Source: an optimization exercise on an open RTL-to-GDS flow (aim: small area, a short achievable clock period and few clock cycles per item). Production flows keep margins and buffers that such runs may drop. At most, simulation tests tie the RTL to the original design; equivalence was not proved. For run 3, only the layout was checked, not whether the RTL still works.

`design/flow/config.mk`:
```
export PLATFORM = sky130hd
export DESIGN_NAME = yx_sha256
export DESIGN_NICKNAME = yx_sha256
export VERILOG_FILES = /design/flow/design.v
export SDC_FILE = /design/flow/constraint.sdc
export NUM_CORES = 4
export LEC_CHECK = 0
export CAP_MARGIN = 20
export CORE_MARGIN = 2
export CORE_UTILIZATION = 40
export SETUP_SLACK_MARGIN = 3.5
export SLEW_MARGIN = 20
```
`design/flow/design.v`:
```
module yx_sha256 (
  input  wire         clk,
  input  wire         rst,       
  input  wire         start,
  input  wire         first,
  input  wire [511:0] block,     
  output wire         ready,
  output reg          done,
  output wire [255:0] digest     
);
  localparam [31:0] IV0 = 32'h6a09e667, IV1 = 32'hbb67ae85,
                    IV2 = 32'h3c6ef372, IV3 = 32'ha54ff53a,
                    IV4 = 32'h510e527f, IV5 = 32'h9b05688c,
                    IV6 = 32'h1f83d9ab, IV7 = 32'h5be0cd19;
  function [31:0] rotr(input [31:0] x, input integer n);
    rotr = (x >> n) | (x << (32 - n));
  endfunction
  function [31:0] csa_s(input [31:0] x, input [31:0] y, input [31:0] z);
    csa_s = x ^ y ^ z;
  endfunction
  function [31:0] csa_c(input [31:0] x, input [31:0] y, input [31:0] z);
    csa_c = ((x & y) | (x & z) | (y & z)) << 1;
  endfunction
  function [31:0] kconst(input [5:0] t);
    case (t)
      6'd0:  kconst = 32'h428a2f98; 6'd1:  kconst = 32'h71374491;
      6'd2:  kconst = 32'hb5c0fbcf; 6'd3:  kconst = 32'he9b5dba5;
      6'd4:  kconst = 32'h3956c25b; 6'd5:  kconst = 32'h59f111f1;
      6'd6:  kconst = 32'h923f82a4; 6'd7:  kconst = 32'hab1c5ed5;
      6'd8:  kconst = 32'hd807aa98; 6'd9:  kconst = 32'h12835b01;
      6'd10: kconst = 32'h243185be; 6'd11: kconst = 32'h550c7dc3;
      6'd12: kconst = 32'h72be5d74; 6'd13: kconst = 32'h80deb1fe;
      6'd14: kconst = 32'h9bdc06a7; 6'd15: kconst = 32'hc19bf174;
      6'd16: kconst = 32'he49b69c1; 6'd17: kconst = 32'hefbe4786;
      6'd18: kconst = 32'h0fc19dc6; 6'd19: kconst = 32'h240ca1cc;
      6'd20: kconst = 32'h2de92c6f; 6'd21: kconst = 32'h4a7484aa;
      6'd22: kconst = 32'h5cb0a9dc; 6'd23: kconst = 32'h76f988da;
      6'd24: kconst = 32'h983e5152; 6'd25: kconst = 32'ha831c66d;
      6'd26: kconst = 32'hb00327c8; 6'd27: kconst = 32'hbf597fc7;
      6'd28: kconst = 32'hc6e00bf3; 6'd29: kconst = 32'hd5a79147;
      6'd30: kconst = 32'h06ca6351; 6'd31: kconst = 32'h14292967;
      6'd32: kconst = 32'h27b70a85; 6'd33: kconst = 32'h2e1b2138;
      6'd34: kconst = 32'h4d2c6dfc; 6'd35: kconst = 32'h53380d13;
      6'd36: kconst = 32'h650a7354; 6'd37: kconst = 32'h766a0abb;
      6'd38: kconst = 32'h81c2c92e; 6'd39: kconst = 32'h92722c85;
      6'd40: kconst = 32'ha2bfe8a1; 6'd41: kconst = 32'ha81a664b;
      6'd42: kconst = 32'hc24b8b70; 6'd43: kconst = 32'hc76c51a3;
      6'd44: kconst = 32'hd192e819; 6'd45: kconst = 32'hd6990624;
      6'd46: kconst = 32'hf40e3585; 6'd47: kconst = 32'h106aa070;
      6'd48: kconst = 32'h19a4c116; 6'd49: kconst = 32'h1e376c08;
      6'd50: kconst = 32'h2748774c; 6'd51: kconst = 32'h34b0bcb5;
      6'd52: kconst = 32'h391c0cb3; 6'd53: kconst = 32'h4ed8aa4a;
      6'd54: kconst = 32'h5b9cca4f; 6'd55: kconst = 32'h682e6ff3;
      6'd56: kconst = 32'h748f82ee; 6'd57: kconst = 32'h78a5636f;
      6'd58: kconst = 32'h84c87814; 6'd59: kconst = 32'h8cc70208;
      6'd60: kconst = 32'h90befffa; 6'd61: kconst = 32'ha4506ceb;
      6'd62: kconst = 32'hbef9a3f7; default: kconst = 32'hc67178f2;
    endcase
  endfunction
  reg         busy;                        
  reg         fst;                         
  reg  [5:0]  round;                       
  reg  [31:0] h0, h1, h2, h3, h4, h5, h6, h7;    
  reg  [31:0] a, b, c, e, f, g;            
  reg  [31:0] p, q;                        
  reg  [31:0] kw;                          
  reg  [31:0] w [0:15];                    
  wire r61  = busy & (round == 6'd61);
  wire r62  = busy & (round == 6'd62);
  wire last = busy & (round == 6'd63);
  assign ready  = ~busy | last;
  assign digest = {h0, h1, h2, h3, h4, h5, h6, h7};
  wire accept = start & ready;
  wire [31:0] big_s1 = rotr(e, 6) ^ rotr(e, 11) ^ rotr(e, 25);
  wire [31:0] ch     = (e & f) ^ (~e & g);
  wire [31:0] big_s0 = rotr(a, 2) ^ rotr(a, 13) ^ rotr(a, 22);
  wire [31:0] maj    = (a & b) ^ (a & c) ^ (b & c);
  wire [31:0] a_s1 = csa_s(q, ch, maj),          a_c1 = csa_c(q, ch, maj);
  wire [31:0] a_s2 = csa_s(a_s1, a_c1, big_s0),  a_c2 = csa_c(a_s1, a_c1, big_s0);
  wire [31:0] a_s3 = csa_s(a_s2, a_c2, big_s1),  a_c3 = csa_c(a_s2, a_c2, big_s1);
  wire [31:0] e_s1 = csa_s(p, ch, big_s1),       e_c1 = csa_c(p, ch, big_s1);
  wire [31:0] a_rnd = a_s3 + a_c3;                
  wire [31:0] e_rnd = e_s1 + e_c1;                
  wire [31:0] sel_a = fst ? (r61 ? IV3 : r62 ? IV2 : IV1) : (r61 ? h3 : r62 ? h2 : h1);
  wire [31:0] sel_e = fst ? (r61 ? IV7 : r62 ? IV6 : IV5) : (r61 ? h7 : r62 ? h6 : h5);
  wire [31:0] add_a = sel_a + a;
  wire [31:0] add_e = sel_e + e;
  wire [31:0] base0 = fst ? IV0 : h0;
  wire [31:0] base4 = fst ? IV4 : h4;
  wire [31:0] sml_s0 = rotr(w[1], 7) ^ rotr(w[1], 18) ^ (w[1] >> 3);
  wire [31:0] sml_s1 = rotr(w[14], 17) ^ rotr(w[14], 19) ^ (w[14] >> 10);
  wire [31:0] w_s1   = csa_s(w[0], w[9], sml_s0),  w_c1 = csa_c(w[0], w[9], sml_s0);
  wire [31:0] w_s2   = csa_s(w_s1, w_c1, sml_s1),   w_c2 = csa_c(w_s1, w_c1, sml_s1);
  wire [31:0] w_next = w_s2 + w_c2;
  wire [31:0] d_new = first ? IV3 : h3;
  wire [31:0] h_new = first ? IV7 : h7;
  wire [31:0] op_c  = ready ? d_new : c;
  wire [31:0] op_g  = ready ? h_new : g;
  wire [31:0] op_kw = ready ? block[511:480] : kw;
  wire [31:0] op_q  = ready ? 32'h428a2f98 : r62 ? base0 : 32'd0;
  wire [31:0] op_p  = ready ? 32'h428a2f98 : r62 ? base4 : 32'd0;
  wire [31:0] q_s1  = csa_s(op_g, op_q, op_kw),  q_c1 = csa_c(op_g, op_q, op_kw);
  wire [31:0] p_s1  = csa_s(op_g, op_p, op_c),   p_c1 = csa_c(op_g, op_p, op_c);
  wire [31:0] p_s2  = csa_s(p_s1, p_c1, op_kw),  p_c2 = csa_c(p_s1, p_c1, op_kw);
  wire [31:0] q_nx  = q_s1 + q_c1;
  wire [31:0] p_nx  = p_s2 + p_c2;
  wire [31:0] kw_nx = ready ? 32'h71374491 + block[479:448] : kconst(round + 6'd2) + w[2];
  integer i;
  always @(posedge clk) begin
    if (rst) begin
      busy  <= 1'b0;
      done  <= 1'b0;
      round <= 6'd0;
    end else begin
      done <= last;
      if (accept) begin
        busy  <= 1'b1;
        round <= 6'd0;
      end else if (busy) begin
        if (last) busy <= 1'b0;
        round <= round + 6'd1;
      end
    end
  end
  always @(posedge clk) begin
    if (r61) begin h3 <= add_a; h7 <= add_e; end
    if (r62) begin h2 <= add_a; h6 <= add_e; end
    if (last) begin
      h1 <= add_a; h5 <= add_e;
      h0 <= a_rnd; h4 <= e_rnd;
    end
    p  <= p_nx;
    q  <= q_nx;
    kw <= kw_nx;
    if (ready) begin
      fst <= first;
      a <= (last & ~first) ? a_rnd : first ? IV0 : h0;
      b <= first ? IV1 : last ? add_a : h1;
      c <= first ? IV2 : h2;
      e <= (last & ~first) ? e_rnd : first ? IV4 : h4;
      f <= first ? IV5 : last ? add_e : h5;
      g <= first ? IV6 : h6;
      for (i = 0; i < 16; i = i + 1)
        w[i] <= block[511 - 32*i -: 32];
    end else begin
      a <= a_rnd; b <= a; c <= b;
      e <= e_rnd; f <= e; g <= f;
      for (i = 0; i < 15; i = i + 1)
        w[i] <= w[i + 1];
      w[15] <= w_next;
    end
  end
endmodule
```
`design/flow/flow/run.sh`:
```
#!/bin/bash
set -euo pipefail
export BUFFER_PORTS_ARGS="-buffer_cell sky130_fd_sc_hd__buf_1"
bash standard.sh > standard_flow.log 2>&1
```
`design/flow/constraint.sdc`:
```
create_clock -name core_clock -period 8.0 [get_ports {clk}]
set_input_delay 1.6000 -clock core_clock [delete_from_list [all_inputs] [get_ports {clk}]]
set_output_delay 1.6000 -clock core_clock [all_outputs]
set_load 0.01 [all_outputs]
```
`design/flow/standard.sh`:
```
#!/bin/bash
# synth_recipe.tcl (not shown) runs the flow's synth.tcl, then flattens the netlist and writes it again
# the make line also repeats each setting of config.mk as NAME=value (left out here)
make -C /OpenROAD-flow-scripts/flow DESIGN_CONFIG=/design/flow/config.mk WORK_HOME=/design/flow/orfs CLKGATE_MAP_FILE= SYNTH_SCRIPT=/design/flow/synth_recipe.tcl "${@:-finish}"
```
==> key figures, run 1 <==
Synth
  • Mean post-synth cell area: 8.42 um^2
  • Top cells by count, synth: nand2_1 (2101), dfxtp_1 (872), inv_1 (453)
  • Yosys reg bits: 1065
  • Synth async-reset ratio: 0
  • Ys Warns: 2
  • Most common cell in the netlist: nand2_1
  • Post-synthesis sequential area ratio: 0.378
  • Cell variety after synth: 96
  • Post-Syn Instances: 7314
  • Share of the synthesized area in the top cell type: 0.284
  • Top cells by area, synth: dfxtp_1 (28%), nand2_1 (13%), edfxtp_1 (9.4%), fa_1 (9.2%), ha_1 (5.4%)
  • Synth Cell Area: 61600 um^2
  • Synth Flop Type: dfxtp_1
  • Post-synth EDFFs: 193
  • Mapped Nets: 8377
  • Dominant cell type by area after synthesis: dfxtp_1

Place
  • Place WS: 1.60 ns
  • RePlAce Congestion: 1.02
  • Port buffer count: 773
  • Placed Area: 66700 um^2
  • Dpl hpwl: 211 mm
  • Cells after DPL: 9801

STA
  • RSZ-0062 raised after global routing: true
  • Max Clock Freq: 199 MHz
  • Final hold violation count: 0
  • Final TNS setup: 0 ns
  • Max Clock Skew: 0.0819 ns
  • Max Slew Vio Count: 0
  • Final period utilization: 0.629
  • Worst Hold Margin: 0.382 ns
  • Final period demand of the worst path: 5.03 ns
  • Final-report setup violation count: 0
  • Slew headroom: 0.224
  • Worst-Margin Slew: 1.16 ns
  • Min setup slack post-route: 2.97 ns

Floorplanning
  • Row count: 143
  • Number of top-level pins: 774
  • Initial Util: 0.404
  • Die height: 396 um
  • Chip width: 396 um
  • Core ar.: 152000 um^2
  • Area of the die: 157000 um^2

Worst setup path
  • CP arrival: 5.63 ns
  • WS Path Type: flop to flop
  • Slowest CP cell: dfxtp_1
  • Max incr delay on CP: 0.78 ns
  • R2r worst-path depth: 17
  • Crit-path max FO: 6
  • Top cell by count, worst path: fa_1
  • Worst setup EP type: flop
  • Crit-path cells: xor2_1 -> xnor2_1 -> fa_1 -> inv_1 -> fa_1 -> ha_2 -> inv_2 -> fa_2 -> nor2b_2 -> o21ai_2 -> a21oi_2 -> a41oi_4 -> a21oi_4 -> o211ai_1 -> a31oi_2 -> mux2i_2 -> and2_1
  • WP data required: 8.60 ns
  • CP startpoint kind: flop

Routing
  • First drt pass iteration count: 6
  • Via density: 5.66
  • 1st-iter DRT viols: 6464
  • Detail Route Antenna Nets: 0
  • Wire length per cell: 28.1 um
  • DRC viols: 0
  • Post-Route WL: 292 mm
  • Detailed-route via count: 58800

Final layout
  • Largest register FFs: 512
  • Synth-to-Final Area Change: 27.7%
  • Multi-input logic area: 38900 um^2
  • Non-Filler Instances: 10400
  • Nets@finish: 9299
  • Fillers: 14600
  • Design area: 78600 um^2
  • Share of post-route cells with drive strength above 1: 0.159
  • Register area: 23400 um^2
  • Reg with most FFs: w

Clock network
  • Clk slew on worst S/H paths: 0.07 ns
  • Clock Latency Late Sink: 0.81 ns
  • H-tree Lvls: 3
  • TritonCTS clock tree: done
  • TritonCTS buffer count: 119
  • Num Clock Sinks: 1065
  • CTS Root Cell: clkbuf_16
  • Hold buffer count at CTS: 0
  • Max Buffers Root-to-Sink: 3

Global route
  • Largest net degree at the start of global routing: 222
  • First-pass GRT wire length: 400 mm
  • Total global routing overflow: 0
  • GRT Total Usage: 0.353
  • Initial antenna violation count: 32
  • Vias in the first global route: 55600

Run status
  • Outcome: timing/DRC/antenna clean

Hold path
  • Hold path depth: 2
  • Min-delay worst type: flop to flop

Job
  • Max-cap violation count: 0
final timing paths:
path	from	endpoint	slack, ns
max	a[23]	h0[31]	2.97
min	w[12][21]	w[11][21]	0.38
max reg2reg	a[23]	h0[31]	2.97
min reg2reg	w[12][21]	w[11][21]	0.38
cell families (layout without fill, tap and decap cells):
kind of cell,after synthesis,count (layout),synth area share
AND/OR/NAND/NOR,2862,2862,0.190
AO/OA/AOI/OAI,1398,1398,0.147
flip-flops,1065,1065,0.378
buffers and inverters,853,1878,0.0522
adder cells (fa/ha/maj),565,565,0.149
XOR/XNOR,496,496,0.0706
multiplexers,75,75,0.0138
other,0,18,0
placed cells by master (no fill, tap or decap), types with 49 or more instances in the layout:
| master | n |
|---|---|
| edfxtp_1 | 193 |
| a21oi_2 | 59 |
| o21ai_0 | 275 |
| a21oi_1 | 260 |
| nor2_1 | 287 |
| nand2_1 | 2061 |
| nor3_1 | 51 |
| buf_4 | 281 |
| inv_1 | 428 |
| buf_6 | 49 |
| a21o_1 | 130 |
| ha_4 | 51 |
| clkbuf_16 | 130 |
| ha_1 | 187 |
| xnor2_1 | 300 |
| nand3_1 | 114 |
| fa_1 | 271 |
| buf_1 | 772 |
| xor2_1 | 142 |
| dfxtp_1 | 801 |
critical path: cells and delay by family, from the launching register on:
kind            cells  cell delay [ns]
mux                 1             0.31
flops               1             0.78
fa+ha+maj           4             1.56
simple gates        2             0.29
xor+xnor            2             0.52
compound gates      6             1.35
buf+inv             2             0.09
area by class of cell:
type,instances,share of cell area
diodes,18,0.000573
clock buffers,169,0.0445
clock inverters,55,0.00820
inverters,457,0.0232
multi-input cells,5396,0.495
flip-flops and latches,1065,0.298
well taps,2030,0.0323
repair buffers,1188,0.0959
repair inverters,9,0.00167
through the flow:
step | utilization
5_1_grt | 0.516
3_3_place_gp | 0.438
6_report | 0.516
4_1_cts | 0.494
2_1_floorplan | -
3_5_place_dp | 0.438
per-layer routing:
metal / part of all wire / routed length [um] / vias to the layer above / track usage
li1: - / - / 26200 / -
met1: 0.40 / 116000 / 28700 / 0.461
met2: 0.44 / 129000 / 3067 / 0.540
met3: 0.092 / 26700 / 811 / 0.0705
met4: 0.072 / 21000 / 16 / 0.214
met5: 0.00036 / 105 / - / 0
repair_timing:
item / in CTS / in global routing
pin swaps: 145 / 245
setup endpoints to repair: 382 / 179
setup buffers: 180 / 126
gates resized for setup: 547 / 458
hold endpoints to repair: 0 / 0
gates cloned: 31 / 6
Testbench counts, summed over its fixed seeds: cycles 50,512, blocks 789.
==> inputs of run 2 (changes only) <==
==> design/flow/run.sh (new file) <==
#!/bin/bash
# synth_recipe.tcl (not shown) runs the flow's synth.tcl, then flattens the netlist and writes it again
# the make line also repeats each setting of config.mk as NAME=value (left out here)
make -C /OpenROAD-flow-scripts/flow DESIGN_CONFIG=/design/flow/config.mk WORK_HOME=/design/flow/orfs CLKGATE_MAP_FILE= SYNTH_SCRIPT=/design/flow/synth_recipe.tcl finish
removed: design/flow/flow/run.sh
removed: design/flow/standard.sh
==> key figures, run 2 <==
Clock network
  • TritonCTS buffer count: 116 (-2.5%)
  • CTS Root Cell: clkbuf_16
  • Num Clock Sinks: 1065 (unchanged)
  • TritonCTS clock tree: done
  • Clk slew on worst S/H paths: 0.06 ns (about the same)
  • Hold buffer count at CTS: 0 (unchanged)
  • H-tree Lvls: 3 (unchanged)
  • Clock Latency Late Sink: 0.78 ns (-0.03 ns)
  • Max Buffers Root-to-Sink: 3 (unchanged)

Synth
  • Mux cell area share after synthesis: 0.0138 (unchanged)
  • Top cells by area, synth: dfxtp_1 (28%), nand2_1 (13%), edfxtp_1 (9.4%), fa_1 (9.2%), ha_1 (5.4%)
  • Post-synth EDFFs: 193 (unchanged)
  • Share of the synthesized area in the top cell type: 0.284 (unchanged)
  • Synth Area in Compound Gates: 0.147 (unchanged)
  • Yosys reg bits: 1065 (unchanged)
  • Synth async-reset ratio: 0 (unchanged)
  • Cell variety after synth: 96 (unchanged)
  • Top cells by count, synth: nand2_1 (2101), dfxtp_1 (872), inv_1 (453)
  • Synth Cell Area: 61600 um^2 (unchanged)
  • Most common cell in the netlist: nand2_1
  • Post-Syn Instances: 7314 (unchanged)
  • Mean post-synth cell area: 8.42 um^2 (unchanged)
  • Ys Warns: 2 (unchanged)
  • Post-synthesis sequential area ratio: 0.378 (unchanged)
  • Dominant cell type by area after synthesis: dfxtp_1
  • Synth Area in XOR/XNOR: 0.0706 (unchanged)
  • Adder-cell share of the synthesized area: 0.149 (unchanged)
  • Mapped Nets: 8377 (unchanged)
  • Main combinational cell family by area after synthesis: simple AND/OR/NAND/NOR gates
  • Area share of and/or/nand/nor cells after synthesis: 0.190 (unchanged)
  • Synth Flop Type: dfxtp_1

STA
  • Worst-Margin Slew: 1.14 ns (-0.0212 ns)
  • Max Clock Freq: 202 MHz (+1.4%)
  • Final period demand of the worst path: 4.96 ns (-0.0700 ns)
  • Worst Hold Margin: 0.408 ns (+0.0266 ns)
  • Slew headroom: 0.235 (+0.0114)
  • Final-report setup violation count: 0 (unchanged)
  • RSZ-0062 raised after global routing: true
  • Max Clock Skew: 0.0454 ns (-0.0366 ns)
  • Max Slew Vio Count: 0 (unchanged)
  • Final hold violation count: 0 (unchanged)
  • Final period utilization: 0.620 (-0.00875)
  • Final TNS setup: 0 ns (unchanged)

Final layout
  • Commonest non-fill, non-tap cells in the layout: nand2_1 (2060), dfxtp_1 (802), clkdlybuf4s50_1 (766)
  • Share of post-route cells with drive strength above 1: 0.163 (+0.00409)
  • Commonest non-fill, non-tap cell in the layout: nand2_1
  • Nets@finish: 9322 (+0.25%)
  • Largest register FFs: 512 (unchanged)
  • Synth-to-Final Area Change: 36.6%
  • Final core utilization: 0.552 (+0.0359)
  • Reg with most FFs: w

Floorplanning
  • Core ar.: 152000 um^2 (unchanged)
  • Chip width: 396 um (unchanged)
  • Die height: 396 um (unchanged)
  • Initial Util: 0.404 (unchanged)
  • Number of top-level pins: 774 (unchanged)
  • Area of the die: 157000 um^2 (unchanged)
  • Row count: 143 (unchanged)

Global route
  • Vias in the first global route: 56500 (+1.5%)
  • Largest net degree at the start of global routing: 113 (-49%)
  • Total global routing overflow: 0 (unchanged)
  • First-pass GRT wire length: 408 mm (+2.2%)
  • GRT Total Usage: 0.362 (+0.00849)
  • Initial antenna violation count: 34 (+6.3%)

Run status
  • Outcome: timing/DRC/antenna clean

Routing
  • Via density: 5.70 (+0.68%)
  • 1st-iter DRT viols: 6693 (+3.5%)
  • First drt pass iteration count: 6 (unchanged)
  • DRC viols: 0 (unchanged)
  • Detail Route Antenna Nets: 0 (unchanged)
  • Post-Route WL: 299 mm (+2.2%)
  • Detailed-route via count: 59300 (+0.87%)
  • Wire length per cell: 28.7 um (+2.0%)

Worst setup path
  • CP startpoint kind: flop
  • Worst setup EP type: flop
  • WP data required: 8.64 ns (+0.04 ns)
  • WS Path Type: flop to flop
  • Crit-path max FO: 20 (+14)
  • CP arrival: 5.61 ns (-0.02 ns)

Hold path
  • Min-delay worst type: flop to flop

Place
  • Port buffer count: 773 (unchanged)
  • Dpl hpwl: 215 mm (+2.1%)
  • RePlAce Congestion: 1.02 (+0.63%)

Job
  • Max-cap violation count: 0 (unchanged)
run 2: metal layers:
metal / part of all wire / global-route usage
met5: 0.00035 / 0
met4: 0.070 / 0.206
met3: 0.093 / 0.0693
met2: 0.45 / 0.567
met1: 0.39 / 0.467
run 2: cell families (layout without fill, tap and decap cells):
group,Yosys count,count (layout)
simple gates,2862,2862
compound gates,1398,1398
flops,1065,1065
buf+inv,853,1896
fa+ha+maj,565,565
xor+xnor,496,496
mux,75,75
other cells,0,20
run 2: worst max-delay path, cell delays in order (launching register included):
cell       delay [ns]
dfxtp_4          0.37
and4_4           0.27
and2_4           0.21
nand2_8          0.13
clkinv_8         0.10
buf_16           0.21
o21ai_0          0.17
nand2_1          0.13
fa_1             0.45
fa_1             0.58
ha_4             0.24
and2_4           0.17
a221oi_4         0.27
o211ai_1         0.19
o21ai_4          0.22
o21ai_2          0.09
o41a_1           0.44
buf_4            0.17
a2111oi_4        0.28
nor2_1           0.09
run 2: final timing paths:
kind / from / endpoint / slack (ns) / cells past startpoint
worst max-delay path: round[2] / p[28] / 3.04 / 19
worst min-delay path: w[11][1] / w[10][1] / 0.41 / 2
worst max register to register: round[2] / p[28] / 3.04 / 19
worst min register to register: w[11][1] / w[10][1] / 0.41 / 2
run 2: cell type report:
class / count / area, um^2
clock inverter: 49 / 622
inverter: 457 / 1830
sequential: 1065 / 23400
timing repair inverter: 7 / 113
multi-input combinational: 5396 / 39200
antenna: 20 / 50.0
timing repair buffer: 1216 / 12900
fill: 14000 / 68400
clock buffer: 167 / 3420
tap: 2030 / 2540
run 2: what timing repair did:
item	in CTS	in global routing
buffers inserted	196	134
gates cloned	38	9
endpoints found under the setup margin	380	213
pin swaps	164	261
resized for setup	630	420
run 2: per-stage QoR:
step           cell area, um^2  setup slack, ns  instances
2_1_floorplan            62200             2.72       7314
3_3_place_gp             71500             1.27       9794
3_5_place_dp             71500             1.32       9794
4_1_cts                  80800             3.06      10200
5_1_grt                  84100             2.93      10400
6_report                 84100             3.04      10400
==> inputs of run 3 (changes only) <==
--- a/design/flow/design.v
+++ b/design/flow/design.v
@@ -20,6 +20,28 @@
   endfunction
   function [31:0] csa_c(input [31:0] x, input [31:0] y, input [31:0] z);
     csa_c = ((x & y) | (x & z) | (y & z)) << 1;
+  endfunction
+  function [31:0] ks_add(input [31:0] x, input [31:0] y);
+    reg [31:0] gg, pp, gn, pn;
+    integer i, k;
+    begin
+      gg = x & y;
+      pp = x ^ y;
+      for (k = 1; k < 32; k = k * 2) begin
+        for (i = 0; i < 32; i = i + 1) begin
+          if (i >= k) begin
+            gn[i] = gg[i] | (pp[i] & gg[i-k]);
+            pn[i] = pp[i] & pp[i-k];
+          end else begin
+            gn[i] = gg[i];
+            pn[i] = pp[i];
+          end
+        end
+        gg = gn;
+        pp = pn;
+      end
+      ks_add = x ^ y ^ {gg[30:0], 1'b0};
+    end
   endfunction
   function [31:0] kconst(input [5:0] t);
     case (t)
@@ -58,6 +80,7 @@
     endcase
   endfunction
   reg         busy;                        
+  reg         nfst;                        
   reg         fst;                         
   reg  [5:0]  round;                       
   reg  [31:0] h0, h1, h2, h3, h4, h5, h6, h7;    
@@ -65,12 +88,14 @@
   reg  [31:0] p, q;                        
   reg  [31:0] kw;                          
   reg  [31:0] w [0:15];                    
-  wire r61  = busy & (round == 6'd61);
-  wire r62  = busy & (round == 6'd62);
-  wire last = busy & (round == 6'd63);
-  assign ready  = ~busy | last;
+  reg         r61, r62, last;              
+  reg         init;                        
+  reg  [5:0]  kidx;                        
+  wire idle = ~busy & ~init;
+  assign ready  = idle | r62;
   assign digest = {h0, h1, h2, h3, h4, h5, h6, h7};
   wire accept = start & ready;
+  wire chain  = last & ~nfst;              
   wire [31:0] big_s1 = rotr(e, 6) ^ rotr(e, 11) ^ rotr(e, 25);
   wire [31:0] ch     = (e & f) ^ (~e & g);
   wire [31:0] big_s0 = rotr(a, 2) ^ rotr(a, 13) ^ rotr(a, 22);
@@ -79,8 +104,8 @@
   wire [31:0] a_s2 = csa_s(a_s1, a_c1, big_s0),  a_c2 = csa_c(a_s1, a_c1, big_s0);
   wire [31:0] a_s3 = csa_s(a_s2, a_c2, big_s1),  a_c3 = csa_c(a_s2, a_c2, big_s1);
   wire [31:0] e_s1 = csa_s(p, ch, big_s1),       e_c1 = csa_c(p, ch, big_s1);
-  wire [31:0] a_rnd = a_s3 + a_c3;                
-  wire [31:0] e_rnd = e_s1 + e_c1;                
+  wire [31:0] a_rnd = ks_add(a_s3, a_c3);                
+  wire [31:0] e_rnd = ks_add(e_s1, e_c1);                
   wire [31:0] sel_a = fst ? (r61 ? IV3 : r62 ? IV2 : IV1) : (r61 ? h3 : r62 ? h2 : h1);
   wire [31:0] sel_e = fst ? (r61 ? IV7 : r62 ? IV6 : IV5) : (r61 ? h7 : r62 ? h6 : h5);
   wire [31:0] add_a = sel_a + a;
@@ -92,30 +117,45 @@
   wire [31:0] w_s1   = csa_s(w[0], w[9], sml_s0),  w_c1 = csa_c(w[0], w[9], sml_s0);
   wire [31:0] w_s2   = csa_s(w_s1, w_c1, sml_s1),   w_c2 = csa_c(w_s1, w_c1, sml_s1);
   wire [31:0] w_next = w_s2 + w_c2;
-  wire [31:0] d_new = first ? IV3 : h3;
-  wire [31:0] h_new = first ? IV7 : h7;
-  wire [31:0] op_c  = ready ? d_new : c;
-  wire [31:0] op_g  = ready ? h_new : g;
-  wire [31:0] op_kw = ready ? block[511:480] : kw;
-  wire [31:0] op_q  = ready ? 32'h428a2f98 : r62 ? base0 : 32'd0;
-  wire [31:0] op_p  = ready ? 32'h428a2f98 : r62 ? base4 : 32'd0;
+  wire [31:0] d_new = nfst ? IV3 : h3;
+  wire [31:0] h_new = nfst ? IV7 : h7;
+  wire [31:0] op_c  = init ? d_new : c;
+  wire [31:0] op_g  = init ? h_new : g;
+  wire [31:0] op_kw = init ? w[0] : kw;
+  wire [31:0] op_q  = init ? 32'h428a2f98 : r62 ? base0 : 32'd0;
+  wire [31:0] op_p  = init ? 32'h428a2f98 : r62 ? base4 : 32'd0;
   wire [31:0] q_s1  = csa_s(op_g, op_q, op_kw),  q_c1 = csa_c(op_g, op_q, op_kw);
   wire [31:0] p_s1  = csa_s(op_g, op_p, op_c),   p_c1 = csa_c(op_g, op_p, op_c);
   wire [31:0] p_s2  = csa_s(p_s1, p_c1, op_kw),  p_c2 = csa_c(p_s1, p_c1, op_kw);
   wire [31:0] q_nx  = q_s1 + q_c1;
   wire [31:0] p_nx  = p_s2 + p_c2;
-  wire [31:0] kw_nx = ready ? 32'h71374491 + block[479:448] : kconst(round + 6'd2) + w[2];
+  wire [31:0] kw_nx = kconst(kidx) + w[1];
+  wire [31:0] a_alt = nfst ? IV0 : h0;
+  wire [31:0] b_alt = nfst ? IV1 : last ? add_a : h1;
+  wire [31:0] c_alt = nfst ? IV2 : h2;
+  wire [31:0] e_alt = nfst ? IV4 : h4;
+  wire [31:0] f_alt = nfst ? IV5 : last ? add_e : h5;
+  wire [31:0] g_alt = nfst ? IV6 : h6;
+  wire        rnd_ae = ~init | chain;      
   integer i;
   always @(posedge clk) begin
     if (rst) begin
-      busy  <= 1'b0;
-      done  <= 1'b0;
-      round <= 6'd0;
+      busy    <= 1'b0;
+      done    <= 1'b0;
+      init    <= 1'b0;
+      r61     <= 1'b0;
+      r62     <= 1'b0;
+      last    <= 1'b0;
+      round   <= 6'd0;
     end else begin
       done <= last;
-      if (accept) begin
-        busy  <= 1'b1;
-        round <= 6'd0;
+      init <= accept;
+      r61  <= busy & (round == 6'd60);
+      r62  <= r61;
+      last <= r62;
+      if (init) begin
+        busy    <= 1'b1;
+        round   <= 6'd0;
       end else if (busy) begin
         if (last) busy <= 1'b0;
         round <= round + 6'd1;
@@ -123,6 +163,9 @@
     end
   end
   always @(posedge clk) begin
+    if (accept) nfst <= first;
+    kidx <= accept ? 6'd1 : kidx + 6'd1;
+    if (init)   fst  <= nfst;
     if (r61) begin h3 <= add_a; h7 <= add_e; end
     if (r62) begin h2 <= add_a; h6 <= add_e; end
     if (last) begin
@@ -132,19 +175,19 @@
     p  <= p_nx;
     q  <= q_nx;
     kw <= kw_nx;
+    a  <= rnd_ae ? a_rnd : a_alt;
+    e  <= rnd_ae ? e_rnd : e_alt;
+    if (init) begin
+      b <= b_alt; c <= c_alt;
+      f <= f_alt; g <= g_alt;
+    end else begin
+      b <= a; c <= b;
+      f <= e; g <= f;
+    end
     if (ready) begin
-      fst <= first;
-      a <= (last & ~first) ? a_rnd : first ? IV0 : h0;
-      b <= first ? IV1 : last ? add_a : h1;
-      c <= first ? IV2 : h2;
-      e <= (last & ~first) ? e_rnd : first ? IV4 : h4;
-      f <= first ? IV5 : last ? add_e : h5;
-      g <= first ? IV6 : h6;
       for (i = 0; i < 16; i = i + 1)
         w[i] <= block[511 - 32*i -: 32];
     end else begin
-      a <= a_rnd; b <= a; c <= b;
-      e <= e_rnd; f <= e; g <= f;
       for (i = 0; i < 15; i = i + 1)
         w[i] <= w[i + 1];
       w[15] <= w_next;
==> design/flow/flow/run.sh (new file) <==
#!/bin/bash
set -euo pipefail
export BUFFER_PORTS_ARGS="-buffer_cell sky130_fd_sc_hd__buf_1"
bash standard.sh > standard_flow.log 2>&1
==> design/flow/standard.sh (new file) <==
#!/bin/bash
# synth_recipe.tcl (not shown) runs the flow's synth.tcl, then flattens the netlist and writes it again
# the make line also repeats each setting of config.mk as NAME=value (left out here)
make -C /OpenROAD-flow-scripts/flow DESIGN_CONFIG=/design/flow/config.mk WORK_HOME=/design/flow/orfs CLKGATE_MAP_FILE= SYNTH_SCRIPT=/design/flow/synth_recipe.tcl "${@:-finish}"
removed: design/flow/run.sh
==> key figures, run 3 <==
Run status
  • Outcome: timing/DRC/antenna clean

Floorplanning
  • Number of top-level pins: 774 (unchanged)
  • Chip width: 396 um (about the same)
  • Core ar.: 152000 um^2 (unchanged)
  • Die height: 396 um (about the same)
  • Initial Util: 0.404 (about the same)
  • Row count: 143 (unchanged)
  • Area of the die: 157000 um^2 (about the same)

Worst setup path
  • Worst setup EP type: flop
  • WS Path Type: flop to flop
  • CP arrival: 5.35 ns (-0.26 ns)
  • Top cell by count, worst path: xnor2_1
  • Slowest CP cell: dfxtp_1
  • WP data required: 8.70 ns (+0.06 ns)
  • Crit-path cells: o21ai_0 -> fa_1 -> fa_1 -> fa_1 -> xor2_1 -> xnor2_1 -> xnor2_1 -> xnor2_1 -> xnor2_1 -> xnor2_1 -> a22o_1
  • Max incr delay on CP: 0.76 ns (+0.18 ns)
  • Crit-path max FO: 7 (-65%)
  • CP startpoint kind: flop

Place
  • RePlAce Congestion: 1.01 (-1.3%)
  • Placed Area: 66500 um^2 (-7.1%)
  • Dpl hpwl: 203 mm (-5.7%)
  • Port buffer count: 773 (unchanged)

Synth
  • Yosys reg bits: 1108 (+4.0%)
  • Most common cell in the netlist: nand2_1
  • Synth Flop Type: dfxtp_1
  • Synth async-reset ratio: 0 (unchanged)
  • Top cells by count, synth: nand2_1 (1752), dfxtp_1 (914), inv_1 (405)
  • Top cells by area, synth: dfxtp_1 (30%), nand2_1 (11%), edfxtp_1 (9.5%), fa_1 (9.2%), ha_1 (5.5%)
  • Cell variety after synth: 89 (-7.3%)
  • Share of the synthesized area in the top cell type: 0.297 (+0.0137)
  • Dominant cell type by area after synthesis: dfxtp_1
  • Post-synthesis sequential area ratio: 0.392 (+0.0142)
  • Post-Syn Instances: 6943 (-5.1%)
  • Synth Cell Area: 61600 um^2 (about the same)
  • Ys Warns: 2 (unchanged)
  • Post-synth EDFFs: 194 (+0.52%)
  • Mean post-synth cell area: 8.87 um^2 (+5.3%)
  • Mapped Nets: 8011 (-4.4%)

STA
  • Max Slew Vio Count: 0 (unchanged)
  • RSZ-0062 raised after global routing: true
  • Slew headroom: 0.148 (-0.0871)
  • Final TNS setup: 0 ns (unchanged)
  • Max Clock Freq: 215 MHz (+6.7%)
  • Max Clock Skew: 0.0467 ns (+0.00131 ns)
  • Worst-Margin Slew: 1.27 ns (+0.126 ns)
  • Final hold violation count: 0 (unchanged)
  • Final-report setup violation count: 0 (unchanged)
  • Worst Hold Margin: 0.412 ns (+0.00363 ns)
  • Final period utilization: 0.581 (-0.0392)
  • Final period demand of the worst path: 4.65 ns (-0.313 ns)

Global route
  • Vias in the first global route: 53800 (-4.7%)
  • First-pass GRT wire length: 380 mm (-7.0%)
  • Total global routing overflow: 0 (unchanged)
  • Initial antenna violation count: 6 (-82%)
  • Largest net degree at the start of global routing: 201 (+78%)
  • GRT Total Usage: 0.335 (-0.0272)

Clock network
  • CTS Root Cell: clkbuf_16
  • H-tree Lvls: 4 (+1)
  • Max Buffers Root-to-Sink: 3 (unchanged)
  • Clk slew on worst S/H paths: 0.07 ns (about the same)
  • TritonCTS clock tree: done
  • Hold buffer count at CTS: 0 (unchanged)
  • TritonCTS buffer count: 130 (+12%)
  • Num Clock Sinks: 1108 (+4.0%)
  • Clock Latency Late Sink: 0.82 ns (+0.04 ns)

Routing
  • Via density: 5.59 (-1.9%)
  • 1st-iter DRT viols: 5510 (-18%)
  • Wire length per cell: 27.5 um (-4.3%)
  • Detail Route Antenna Nets: 0 (unchanged)
  • First drt pass iteration count: 8 (+2)
  • Post-Route WL: 270 mm (-9.7%)
  • Detailed-route via count: 54900 (-7.4%)
  • DRC viols: 0 (unchanged)

Final layout
  • Commonest non-fill, non-tap cell in the layout: nand2_1
  • Largest register FFs: 512 (unchanged)
  • Reg with most FFs: w
  • Share of post-route cells with drive strength above 1: 0.115 (-0.0474)
  • Synth-to-Final Area Change: 21.1%
  • Design area: 74500 um^2 (-11%)
  • Nets@finish: 8760 (-6.0%)
  • Commonest non-fill, non-tap cells in the layout: nand2_1 (1740), dfxtp_1 (830), buf_1 (773)

Job
  • Max-cap violation count: 0 (unchanged)

Hold path
  • Min-delay worst type: flop to flop
[run 3: path summary, 6_finish.rpt]
check	from	end	slack, ns	depth (start not counted)
max	a[30]	a[31]	3.35	11
min	w[15][22]	w[14][22]	0.41	2
max reg2reg	a[30]	a[31]	3.35	11
min reg2reg	w[15][22]	w[14][22]	0.41	2
[run 3: layer usage]
| layer | part of all wire | vias up | wire (um) | track usage |
|---|---|---|---|---|
| met2 | 0.46 | 2805 | 123000 | 0.536 |
| met5 | 0.000067 | - | 18 | 0 |
| met1 | 0.39 | 26600 | 106000 | 0.422 |
| met3 | 0.092 | 550 | 24900 | 0.0705 |
| met4 | 0.061 | 2 | 16400 | 0.179 |
| li1 | - | 24900 | - | - |
[run 3: stage by stage]
stage / utilization / setup WS (ns) / std cells
finish: 0.489 / 3.35 / 9827
global route: 0.489 / 3.25 / 9826
CTS: 0.481 / 3.34 / 9776
detailed placement: 0.436 / 2.12 / 9443
global placement: 0.436 / 2.16 / 9443
floorplan: - / 3.22 / 6943
[run 3: area by class of cell]
cell class	instances	area [um^2]
multi-input combinational	5048	36300
tap	2030	2540
inverter	408	1560
timing repair buffer	996	5320
sequential	1108	24300
fill	14700	77900
antenna	1	2.50
clock inverter	64	891
clock buffer	172	3540
[run 3: cells by family after synthesis]
family / synth area share
simple gates: 0.158
compound gates: 0.160
flops: 0.392
buf+inv: 0.0484
fa+ha+maj: 0.148
xor+xnor: 0.0670
mux: 0.0274
[run 3: critical path: cells and delay by family (launching register included)]
kind / cells / cell delay [ns]
adder cells (fa/ha/maj): 3 / 1.59
XOR/XNOR: 6 / 1.52
AO/OA/AOI/OAI: 2 / 0.67
flip-flops: 1 / 0.76
[run 3: timing repair]
action	4_1_cts	5_1_grt
gates cloned	13	2
gates resized for setup	322	192
hold endpoints to repair	0	0
buffers inserted	84	47
setup endpoints to repair	278	126
pin swaps	58	65

[port drivers added, routing unchanged]
In the flow no input, the clock included, has a driving cell. The finished layouts below were timed again as built, in two steps.
Step 1: set_driving_cell puts a clkbuf_16 on clk and a buf_2 on each other input, an assumption about the parent block.
Step 2, shift: input delay + t, output delay - t, t = (earliest + latest rising clock arrival at the registers) / 2. This alone moves slack from input paths to output paths.
Three values: ideal, step 1, step 2; two values: the first two.
run | t (ns) | setup slack, ns | hold WS [ns] | worst data-port slew with drivers (ns)
run 1 | 0.847 | 2.969 / 2.969 / 2.258 | 0.382 / 0.382 / 0.382 | 0.14
run 2 | 0.834 | 3.039 / 2.770 / 1.936 | 0.408 / 0.408 / 0.408 | 0.39
run 3 | 0.867 | 3.353 / 3.353 / 3.121 | 0.412 / 0.412 / 0.412 | 0.15
After both steps setup and hold are still met in every run listed. For run 2, which loses most, drivers alone change the setup slack by -0.269 ns; drivers and shift together by -1.103 ns.
